This is an optimization exercise on Yosys and OpenROAD, whose aim is small area, not a production implementation.
Function was checked by simulation only, so behaviour that the tests miss may differ from the original.

==> run M <==
## tmr_bank
module tmr_bank (
    input  wire        clk,
    input  wire        rst_n,
    input  wire        reg_we,
    input  wire        reg_re,
    input  wire [6:0]  reg_addr,
    input  wire [31:0] reg_wdata,
    output reg  [31:0] reg_rdata,
    output reg         range_err,
    input  wire [7:0]  tin,
    input  wire        clk32k,
    output wire [7:0]  tout,
    output wire [3:0]  irq
);
    localparam integer NT = 4;
    wire rst = ~rst_n;
    wire        we       = reg_we & rst_n;
    wire [31:0] wdata_g  = reg_wdata & {32{rst_n}};
    wire [31:0] wdata_g1 = reg_wdata | {32{rst}};
    reg [7:0] tin_s1, tin_s2, tin_s3;
    reg       c32_s1, c32_s2, c32_s3;
    always @(posedge clk) begin
        tin_s1 <= tin;
        tin_s2 <= tin_s1;
        tin_s3 <= tin_s2;
        c32_s1 <= clk32k;
        c32_s2 <= c32_s1;
        c32_s3 <= c32_s2;
    end
    wire [7:0] tin_rise = tin_s2 & ~tin_s3;
    wire [7:0] tin_fall = ~tin_s2 & tin_s3;
    wire [7:0] tin_any  = tin_s2 ^ tin_s3;
    wire       c32_rise = c32_s2 & ~c32_s3;
    wire        sh_sel = reg_addr[6];
    wire [1:0]  tsel   = reg_addr[5:4];
    wire [3:0]  toff   = reg_addr[3:0];
    wire        w_snap = we && sh_sel && reg_addr[5:0] == 6'h00;
    wire        w_gcmd = we && sh_sel && reg_addr[5:0] == 6'h01;
    wire        w_tout = we && sh_sel && reg_addr[5:3] == 3'b001;
    wire [2:0]  tout_i = reg_addr[2:0];
    wire [1:0]  gcmd = reg_wdata[17:16];
    wire [NT-1:0]    wrap;
    wire [NT*6-1:0]  ev;
    reg  [NT*6-1:0]  ev_q;
    wire [NT*32-1:0] t_rdata;
    wire [NT-1:0]    t_rsv;
    genvar n;
    generate
        for (n = 0; n < NT; n = n + 1) begin : g_tmr
            wire casc;
            if (n == 0) begin : g_c0
                assign casc = 1'b0;
            end else begin : g_cn
                assign casc = wrap[n-1];
            end
            tmr_unit #(.IDX(n), .NT(NT)) u_tmr (
                .clk      (clk),
                .rst_n    (rst_n),
                .wr       (we && !sh_sel && tsel == n),
                .rd       (reg_re && !sh_sel && tsel == n),
  ...
Settings: LEC_CHECK=0, ABC_AREA=1, CAP_MARGIN=20, CORE_MARGIN=2, CORE_UTILIZATION=45, PLACE_DENSITY=0.6, SLEW_MARGIN=20; clock period 20.0 ns.
standard.sh (not shown) runs the stock make flow with config.mk's settings and CLKGATE_MAP_FILE= SYNTH_SCRIPT=/design/flow/synth_recipe.tcl, a recipe that flattens the netlist after the stock synthesis.
==> flow/flow/run.sh <==
#!/bin/bash
# Own layout flow. It is the standard ORFS flow (standard.sh) with two
# changes:
#  1. synthesis maps the logic with an area-oriented ABC script and skips
#     Yosys's full-adder extraction; everything up to and including the
#     flip-flop mapping is unchanged, and the registers are checked against
#     the standard synthesis (run first, in orfs_ref/); if they differ the
#     standard synthesis is used instead;
#  2. clock tree synthesis gets its arguments from CTS_ARGS (no dummy loads).
# Every tool's output goes to a log file in this folder (flow_*.log) and to
# ORFS's own logs under orfs*/logs.
set -uo pipefail
here=$PWD
cts_args="-sink_clustering_enable -repair_clock_nets -dont_use_dummy_load"
[ -f flow/cts_args ] && cts_args=$(cat flow/cts_args)

python3 flow/mk_synth.py > flow_mk_synth.log 2>&1 || { cat flow_mk_synth.log; exit 1; }

# the make command line of standard.sh, without its targets
mk=$(grep -m1 '^make -C' standard.sh | sed 's/"${@:-finish}"$//')
[ -n "$mk" ] || { echo "no make line in standard.sh"; exit 1; }
ref_mk=$(echo "$mk" | sed -E "s#WORK_HOME=[^ ]+#WORK_HOME=$here/orfs_ref#")
own_mk=$(echo "$mk" | sed -E "s#SYNTH_SCRIPT=[^ ]+#SYNTH_SCRIPT=$here/my_synth_recipe.tcl#")

# 1. reference: the standard synthesis
eval "$ref_mk synth" > flow_ref_synth.log 2>&1
ref_v=$here/orfs_ref/results/$FLOW_PLATFORM/tmr_bank/base/1_2_yosys.v

# 2. own synthesis
eval "$own_mk synth" > flow_own_synth.log 2>&1
own_v=$here/orfs/results/$FLOW_PLATFORM/tmr_bank/base/1_2_yosys.v

if ! python3 flow/cmp_regs.py "$ref_v" "$own_v" > flow_cmp_regs.log 2>&1; then
    echo "registers differ: using the standard synthesis" >> flow_cmp_regs.log
    rm -rf "$here/orfs"
    own_mk=$mk
    eval "$own_mk synth" > flow_std_synth.log 2>&1
fi

# 3. the rest of the standard flow
export CTS_ARGS="$cts_args"
# more antenna repair rounds after detailed routing than ORFS's default 5
export MAX_REPAIR_ANTENNAS_ITER_DRT=${MAX_REPAIR_ANTENNAS_ITER_DRT:-20}
eval "$own_mk finish" > flow_layout.log 2>&1
rc=$?
odb=$here/orfs/results/$FLOW_PLATFORM/tmr_bank/base/6_final.odb
if [[ -f $odb ]]; then
    : # left out here: write the final layout as DEF
fi
exit $rc
==> flow/flow/abc_area.script <==
strash
dc2
&get -n
&st
&dch -f
&nf -R 2000 -F 10 -A 10
&put
topo
==> flow/flow/cts_args <==
-sink_clustering_enable -repair_clock_nets -dont_use_dummy_load -buf_list {sky130_fd_sc_hd__clkbuf_4 sky130_fd_sc_hd__clkbuf_8 sky130_fd_sc_hd__clkbuf_16} -sink_clustering_size 24 -sink_clustering_max_diameter 60
Other scripts of this flow, unchanged in this note and not shown: flow/flow/cmp_regs.py, flow/flow/mk_synth.py
==> run D: changes against run M <==
--- a/flow/design.v
+++ b/flow/design.v
@@ -166,17 +166,18 @@
         if (has_clock)              src_edge = clk_act;
         else if (clksel == 4'd0)    src_edge = 1'b1;
         else if (clksel == 4'd1)    src_edge = c32_rise;
         else if (clksel[3] & clksel[1]) src_edge = (IDX == 0) ? 1'b0 : casc_in;   
         else                        src_edge = src_tin;                            
     end
     wire edge_ok = run_c && (!has_gate || gate_c) && src_edge && !do_reset && !w_cnt;
     wire [15:0] pcnt_b = do_start ? 16'd0 : pcnt;
-    wire        tick   = edge_ok && (pcnt_b == psc);
+    wire        pmatch = do_start ? (psc == 16'd0) : (pcnt == psc);
+    wire        tick   = edge_ok && pmatch;
     wire [16:0] pc;                  
     assign pc[0] = 1'b1;
     genvar g;
     generate
         for (g = 0; g < 16; g = g + 1) begin : g_pc
             assign pc[g+1] = pc[g] & pcnt_b[g];
         end
     endgenerate
--- a/flow/flow/run.sh
+++ b/flow/flow/run.sh
@@ -1,17 +1,18 @@
 #!/bin/bash
 # Own layout flow. It is the standard ORFS flow (standard.sh) with two
 # changes:
 #  1. synthesis maps the logic with an area-oriented ABC script and skips
 #     Yosys's full-adder extraction; everything up to and including the
 #     flip-flop mapping is unchanged, and the registers are checked against
 #     the standard synthesis (run first, in orfs_ref/); if they differ the
 #     standard synthesis is used instead;
-#  2. clock tree synthesis gets its arguments from CTS_ARGS (no dummy loads).
+#  2. clock tree synthesis gets its arguments from CTS_ARGS (no dummy loads);
+#  3. repair margins can differ before and after clock tree synthesis.
 # Every tool's output goes to a log file in this folder (flow_*.log) and to
 # ORFS's own logs under orfs*/logs.
 set -uo pipefail
 here=$PWD
 cts_args="-sink_clustering_enable -repair_clock_nets -dont_use_dummy_load"
 [ -f flow/cts_args ] && cts_args=$(cat flow/cts_args)
 
 python3 flow/mk_synth.py > flow_mk_synth.log 2>&1 || { cat flow_mk_synth.log; exit 1; }
@@ -36,15 +37,21 @@
     own_mk=$mk
     eval "$own_mk synth" > flow_std_synth.log 2>&1
 fi
 
 # 3. the rest of the standard flow
 export CTS_ARGS="$cts_args"
 # more antenna repair rounds after detailed routing than ORFS's default 5
 export MAX_REPAIR_ANTENNAS_ITER_DRT=${MAX_REPAIR_ANTENNAS_ITER_DRT:-20}
-eval "$own_mk finish" > flow_layout.log 2>&1
+# margins and other make settings may differ before and after clock tree
+# synthesis (flow/place_args, flow/route_args: extra make variables)
+place_args=""; route_args=""
+[ -f flow/place_args ] && place_args=$(cat flow/place_args)
+[ -f flow/route_args ] && route_args=$(cat flow/route_args)
+eval "$own_mk $place_args cts" > flow_layout.log 2>&1
+eval "$own_mk $route_args finish" > flow_layout2.log 2>&1
 rc=$?
 odb=$here/orfs/results/$FLOW_PLATFORM/tmr_bank/base/6_final.odb
 if [[ -f $odb ]]; then
     : # left out here: write the final layout as DEF
 fi
 exit $rc
==> flow/flow/abc_area.script (replaced) <==
strash
dc2
&get -n
&st
&dch -f
&nf -p -R 50 -F 10 -A 10
&put
topo
==> flow/flow/cts_args (replaced) <==
-sink_clustering_enable -repair_clock_nets -dont_use_dummy_load -buf_list sky130_fd_sc_hd__clkbuf_8 -sink_clustering_size 14 -sink_clustering_max_diameter 60
==> flow/flow/place_args (new file) <==
SLEW_MARGIN=10 CAP_MARGIN=10
==> flow/flow/route_args (new file) <==
SLEW_MARGIN=35 CAP_MARGIN=35
==> flow/config.mk (replaced) <==
export PLATFORM = sky130hd
export DESIGN_NAME = tmr_bank
export DESIGN_NICKNAME = tmr_bank
export VERILOG_FILES = /design/flow/design.v
export SDC_FILE = /design/flow/constraint.sdc
export NUM_CORES = 8
export LEC_CHECK = 0
export ABC_AREA = 1
export CAP_MARGIN = 20
export CORE_MARGIN = 2
export CORE_UTILIZATION = 42
export PLACE_DENSITY = 0.55
export SETUP_SLACK_MARGIN = 0.2
export SLEW_MARGIN = 20
==> run C: changes against run M <==
--- a/flow/design.v
+++ b/flow/design.v
@@ -156,53 +156,63 @@
     reg src_tin;
     always @(*) begin
         case (edge_sel)
             2'd0:    src_tin = tin_rise[tsel_e];
             2'd1:    src_tin = tin_fall[tsel_e];
             default: src_tin = tin_any[tsel_e];
         endcase
     end
-    reg src_edge;
+    reg src_loc;
     always @(*) begin
-        if (has_clock)              src_edge = clk_act;
-        else if (clksel == 4'd0)    src_edge = 1'b1;
-        else if (clksel == 4'd1)    src_edge = c32_rise;
-        else if (clksel[3] & clksel[1]) src_edge = (IDX == 0) ? 1'b0 : casc_in;   
-        else                        src_edge = src_tin;                            
-    end
-    wire edge_ok = run_c && (!has_gate || gate_c) && src_edge && !do_reset && !w_cnt;
-    wire [15:0] pcnt_b = do_start ? 16'd0 : pcnt;
-    wire        tick   = edge_ok && (pcnt_b == psc);
+        if (has_clock)              src_loc = clk_act;
+        else if (clksel == 4'd0)    src_loc = 1'b1;
+        else if (clksel == 4'd1)    src_loc = c32_rise;
+        else if (clksel[3] & clksel[1]) src_loc = 1'b0;                 
+        else                        src_loc = src_tin;                  
+    end
+    wire is_casc = (IDX != 0) && !has_clock && clksel[3] && clksel[1];
+    wire base    = run_c && (!has_gate || gate_c) && !do_reset && !w_cnt;
+    wire edge_ok = base && (src_loc || (is_casc && casc_in));
+    wire        pmatch = do_start ? (psc == 16'd0) : (pcnt == psc);
+    wire        tk_loc = base && pmatch && src_loc;
+    wire        tk_cas = base && pmatch && is_casc;
+    wire        tick   = tk_loc || (tk_cas && casc_in);
     wire [16:0] pc;                  
-    assign pc[0] = 1'b1;
+    assign pc[0] = edge_ok;
     genvar g;
     generate
         for (g = 0; g < 16; g = g + 1) begin : g_pc
-            assign pc[g+1] = pc[g] & pcnt_b[g];
+            assign pc[g+1] = pc[g] & pcnt[g];
         end
     endgenerate
-    wire [15:0] pinc = pcnt_b ^ pc[15:0];
     wire        p_clr  = rst | do_reset | w_cnt | tick;
-    wire [15:0] pcnt_n = p_clr ? 16'd0 : (edge_ok ? pinc : pcnt_b);
+    wire        p_cnt  = !p_clr && !do_start;           
+    wire        p_one  = !p_clr && do_start && edge_ok;  
+    wire [15:0] pcnt_n = ({16{p_cnt}} & (pcnt ^ pc[15:0])) | {15'd0, p_one};
     wire down = ~mode[1];
-    wire [32:0] cc;                  
-    assign cc[0] = 1'b1;
+    wire [32:0] cu, cd;              
+    assign cu[0] = 1'b1;
+    assign cd[0] = 1'b1;
     generate
         for (g = 0; g < 32; g = g + 1) begin : g_cc
-            assign cc[g+1] = cc[g] & (cnt[g] ^ down);
+            assign cu[g+1] = cu[g] & cnt[g];
+            assign cd[g+1] = cd[g] & !cnt[g];
         end
     endgenerate
-    wire at_end = cc[32];            
-    wire at_buf = ba_zero ? (cnt == 32'd0) : (cnt == buf_act);
-    assign wrap = tick && (at_end || (!down && at_buf));
+    wire at_end = down ? cd[32] : cu[32];    
+    wire at_buf = ba_zero ? cd[32] : (cnt == buf_act);
+    wire endc   = at_end || (!down && at_buf);
+    assign wrap = (tk_loc && endc) || (tk_cas && endc && casc_in);
     wire        ld     = do_reset | wrap;
-    wire [31:0] ld_val = bufr & {32{down}};
-    wire [31:0] cnt_st = cnt ^ (cc[31:0] & {32{tick}});
-    wire [31:0] cnt_n  = rst ? 32'd0 : (w_cnt ? wdata : (ld ? ld_val : cnt_st));
+    wire [31:0] cnt_st = cnt ^ ((cu[31:0] & {32{tick & !down}}) | (cd[31:0] & {32{tick & down}}));
+    wire        sel_w  = w_cnt | rst;
+    wire        sel_b  = !sel_w & ld & down;      
+    wire        sel_c  = !sel_w & !ld;            
+    wire [31:0] cnt_n  = ({32{sel_w}} & wdata_g) | ({32{sel_b}} & bufr) | ({32{sel_c}} & cnt_st);
     wire run_n = run_c && !(wrap && mode[0]);
     wire discard  = w_commit && wdata[1];
     wire boundary = wrap || !run;
     wire apply    = pend && boundary && !discard;
     wire v_range = (v_cfg  && (s_clksel > 4'd10 || s_edge == 2'd3)) ||
                    (v_trig && (s_aevt > 3'd5 || s_bevt > 3'd5 || s_aact > 3'd4 || s_bact > 3'd4)) ||
                    (v_ccfg && (s_capedge == 2'd3 || (s_capsrc > 4'd9 && s_capsrc != 4'd15)));
     wire e_c10   = v_cfg  ? (s_clksel == 4'd10) : (clksel == 4'd10);
@@ -379,17 +389,17 @@
     output reg         range_err,
     input  wire [7:0]  tin,
     input  wire        clk32k,
     output wire [7:0]  tout,
     output wire [3:0]  irq
 );
     localparam integer NT = 4;
     wire rst = ~rst_n;
-    wire        we       = reg_we & rst_n;
+    wire        we       = reg_we;
     wire [31:0] wdata_g  = reg_wdata & {32{rst_n}};
     wire [31:0] wdata_g1 = reg_wdata | {32{rst}};
     reg [7:0] tin_s1, tin_s2, tin_s3;
     reg       c32_s1, c32_s2, c32_s3;
     always @(posedge clk) begin
         tin_s1 <= tin;
         tin_s2 <= tin_s1;
         tin_s3 <= tin_s2;
@@ -486,17 +496,17 @@
                 to_en[m]   <= wdata_g[31];
                 to_pol[m]  <= wdata_g[30];
                 to_init[m] <= wdata_g[29];
                 to_src[m]  <= wdata_g[27:24];
                 to_set[m]  <= wdata_g1[23:21];
                 to_clr[m]  <= wdata_g1[20:18];
             end
             if (w_tout && tout_i == m && !tout_bad) begin
-                to_level[m] <= reg_wdata[29];
+                to_level[m] <= reg_wdata[29] & rst_n;
             end else begin
                 case ({src_ev(ev, to_src[m], to_set[m]), src_ev(ev, to_src[m], to_clr[m])})
                     2'b10:   to_level[m] <= rst_n;
                     2'b01:   to_level[m] <= 1'b0;
                     2'b11:   to_level[m] <= ~to_level[m] & rst_n;
                     default: to_level[m] <= to_level[m] & rst_n;
                 endcase
             end
@@ -523,11 +533,11 @@
         sh_rsv = 1'b0;
         if (w_snap) sh_rsv = reg_wdata[31:16] != 16'd0;
         if (w_gcmd) sh_rsv = reg_wdata[31:18] != 14'd0;
         if (we && sh_sel && reg_addr[5:0] == 6'h02) sh_rsv = reg_wdata[31:16] != 16'd0;
         if (w_tout) sh_rsv = tout_bad || reg_wdata[17:0] != 18'd0;
     end
     always @(posedge clk) begin
         reg_rdata <= rd_mux;
-        range_err <= sh_rsv || (|t_rsv);
+        range_err <= (sh_rsv || (|t_rsv)) & rst_n;
     end
 endmodule
--- a/flow/flow/run.sh
+++ b/flow/flow/run.sh
@@ -1,17 +1,18 @@
 #!/bin/bash
 # Own layout flow. It is the standard ORFS flow (standard.sh) with two
 # changes:
 #  1. synthesis maps the logic with an area-oriented ABC script and skips
 #     Yosys's full-adder extraction; everything up to and including the
 #     flip-flop mapping is unchanged, and the registers are checked against
 #     the standard synthesis (run first, in orfs_ref/); if they differ the
 #     standard synthesis is used instead;
-#  2. clock tree synthesis gets its arguments from CTS_ARGS (no dummy loads).
+#  2. clock tree synthesis gets its arguments from CTS_ARGS (no dummy loads);
+#  3. repair margins can differ before and after clock tree synthesis.
 # Every tool's output goes to a log file in this folder (flow_*.log) and to
 # ORFS's own logs under orfs*/logs.
 set -uo pipefail
 here=$PWD
 cts_args="-sink_clustering_enable -repair_clock_nets -dont_use_dummy_load"
 [ -f flow/cts_args ] && cts_args=$(cat flow/cts_args)
 
 python3 flow/mk_synth.py > flow_mk_synth.log 2>&1 || { cat flow_mk_synth.log; exit 1; }
@@ -36,15 +37,21 @@
     own_mk=$mk
     eval "$own_mk synth" > flow_std_synth.log 2>&1
 fi
 
 # 3. the rest of the standard flow
 export CTS_ARGS="$cts_args"
 # more antenna repair rounds after detailed routing than ORFS's default 5
 export MAX_REPAIR_ANTENNAS_ITER_DRT=${MAX_REPAIR_ANTENNAS_ITER_DRT:-20}
-eval "$own_mk finish" > flow_layout.log 2>&1
+# margins and other make settings may differ before and after clock tree
+# synthesis (flow/place_args, flow/route_args: extra make variables)
+place_args=""; route_args=""
+[ -f flow/place_args ] && place_args=$(cat flow/place_args)
+[ -f flow/route_args ] && route_args=$(cat flow/route_args)
+eval "$own_mk $place_args cts" > flow_layout.log 2>&1
+eval "$own_mk $route_args finish" > flow_layout2.log 2>&1
 rc=$?
 odb=$here/orfs/results/$FLOW_PLATFORM/tmr_bank/base/6_final.odb
 if [[ -f $odb ]]; then
     : # left out here: write the final layout as DEF
 fi
 exit $rc
==> flow/flow/abc_area.script (replaced) <==
strash
dc2
&get -n
&st
&dch -f
&nf -p -R 50 -F 10 -A 10
&put
topo
==> flow/flow/cts_args (replaced) <==
-sink_clustering_enable -repair_clock_nets -dont_use_dummy_load -buf_list sky130_fd_sc_hd__clkbuf_8 -sink_clustering_size 14 -sink_clustering_max_diameter 60
==> flow/flow/place_args (new file) <==
SLEW_MARGIN=20 CAP_MARGIN=20 BUFFER_PORTS_ARGS="-buffer_cell sky130_fd_sc_hd__buf_2"
==> flow/flow/route_args (new file) <==
SLEW_MARGIN=35 CAP_MARGIN=35
==> flow/config.mk (replaced) <==
export PLATFORM = sky130hd
export DESIGN_NAME = tmr_bank
export DESIGN_NICKNAME = tmr_bank
export VERILOG_FILES = /design/flow/design.v
export SDC_FILE = /design/flow/constraint.sdc
export NUM_CORES = 8
export LEC_CHECK = 0
export ABC_AREA = 1
export CAP_MARGIN = 20
export CORE_MARGIN = 2
export CORE_UTILIZATION = 45
export PLACE_DENSITY = 0.58
export SETUP_SLACK_MARGIN = 0.6
export SLEW_MARGIN = 20
==> impl_metrics.tcl <==
set metrics [dict create \
    status "complete, no violations" \
    vias 104000 \
    max_freq_mhz 52.4 \
    p_total_mw 10.1 \
    synthTopCellsByCount "2044 x edfxtp_1, 786 x nor2_1, 714 x nand2_1" \
    power.density_mw_per_mm2 81.3 \
    nClkBuffers 226 \
    drt-met1-wl_um 241000 \
    grt_use_total 0.565 \
    met1_usage 0.631 \
    crit_path_end "to_level[2]" \
    reg2regPathDepth 70 \
    fin_crit_ns 19.10 \
    syn_nets 8556 \
    fin_area_sq_mm 0.124 \
    fin_util 0.487 \
]
-- figures above: run D

==> impl_metrics.tcl <==
set metrics [dict create \
    status "finished with violations" \
    violations "capacitance limit, slew limit" \
    max_freq_mhz 51.3 \
    nClkBuffers 179 \
    slew_viol_final 4 \
    vias 107000 \
    syn_nets 8657 \
    met1_usage 0.652 \
    reg2regPathDepth 89 \
    max-cap-violations 2 \
    crit_path_end "to_level[4]" \
    synthTopCellsByCount "2044 x edfxtp_1, 916 x nand2_1, 740 x nor2_1" \
    grt_use_total 0.581 \
]
-- figures above: run M

==> impl_metrics.tcl <==
set metrics [dict create \
    status "complete, no violations" \
    fin_util 0.510 \
    power.density_mw_per_mm2 79.7 \
    fin_crit_ns 18.93 \
    synthTopCellsByCount "2044 x edfxtp_1, 743 x nand2_1, 436 x nor2_1" \
    vias 101000 \
    met1_usage 0.650 \
    p_total_mw 9.68 \
    fin_area_sq_mm 0.121 \
    syn_nets 8429 \
]
-- figures above: run C

afterwards: timing with drivers on the ports:
The flow's constraints put no driver on any port. The routed layouts listed below were extracted and timed again, unchanged, in two steps. Step 1 assumes that a clkbuf_16 drives the clock port and a buf_2 every other input. Step 2 also shifts input and output timing later by t, the mid clock arrival at the registers, as if the neighbouring blocks saw the same clock. Slacks: no drivers / after step 1 / after step 2; pairs: no drivers / after step 1.
run	shift t [ns]	setup WS [ns]	hold WS [ns]	worst data-port slew with drivers (ns)
run M	1.002	0.499 / 0.590 / -0.411	0.327 / 0.327 / 0.327	0.24
run D	1.190	0.902 / 0.989 / -0.200	0.332 / 0.332 / 0.332	0.06
run C	1.128	1.070 / 1.163 / 0.034	0.312 / 0.312 / 0.312	0.14
For run D, which loses most, drivers alone change the setup slack by +0.087 ns; drivers and shift together by -1.102 ns.
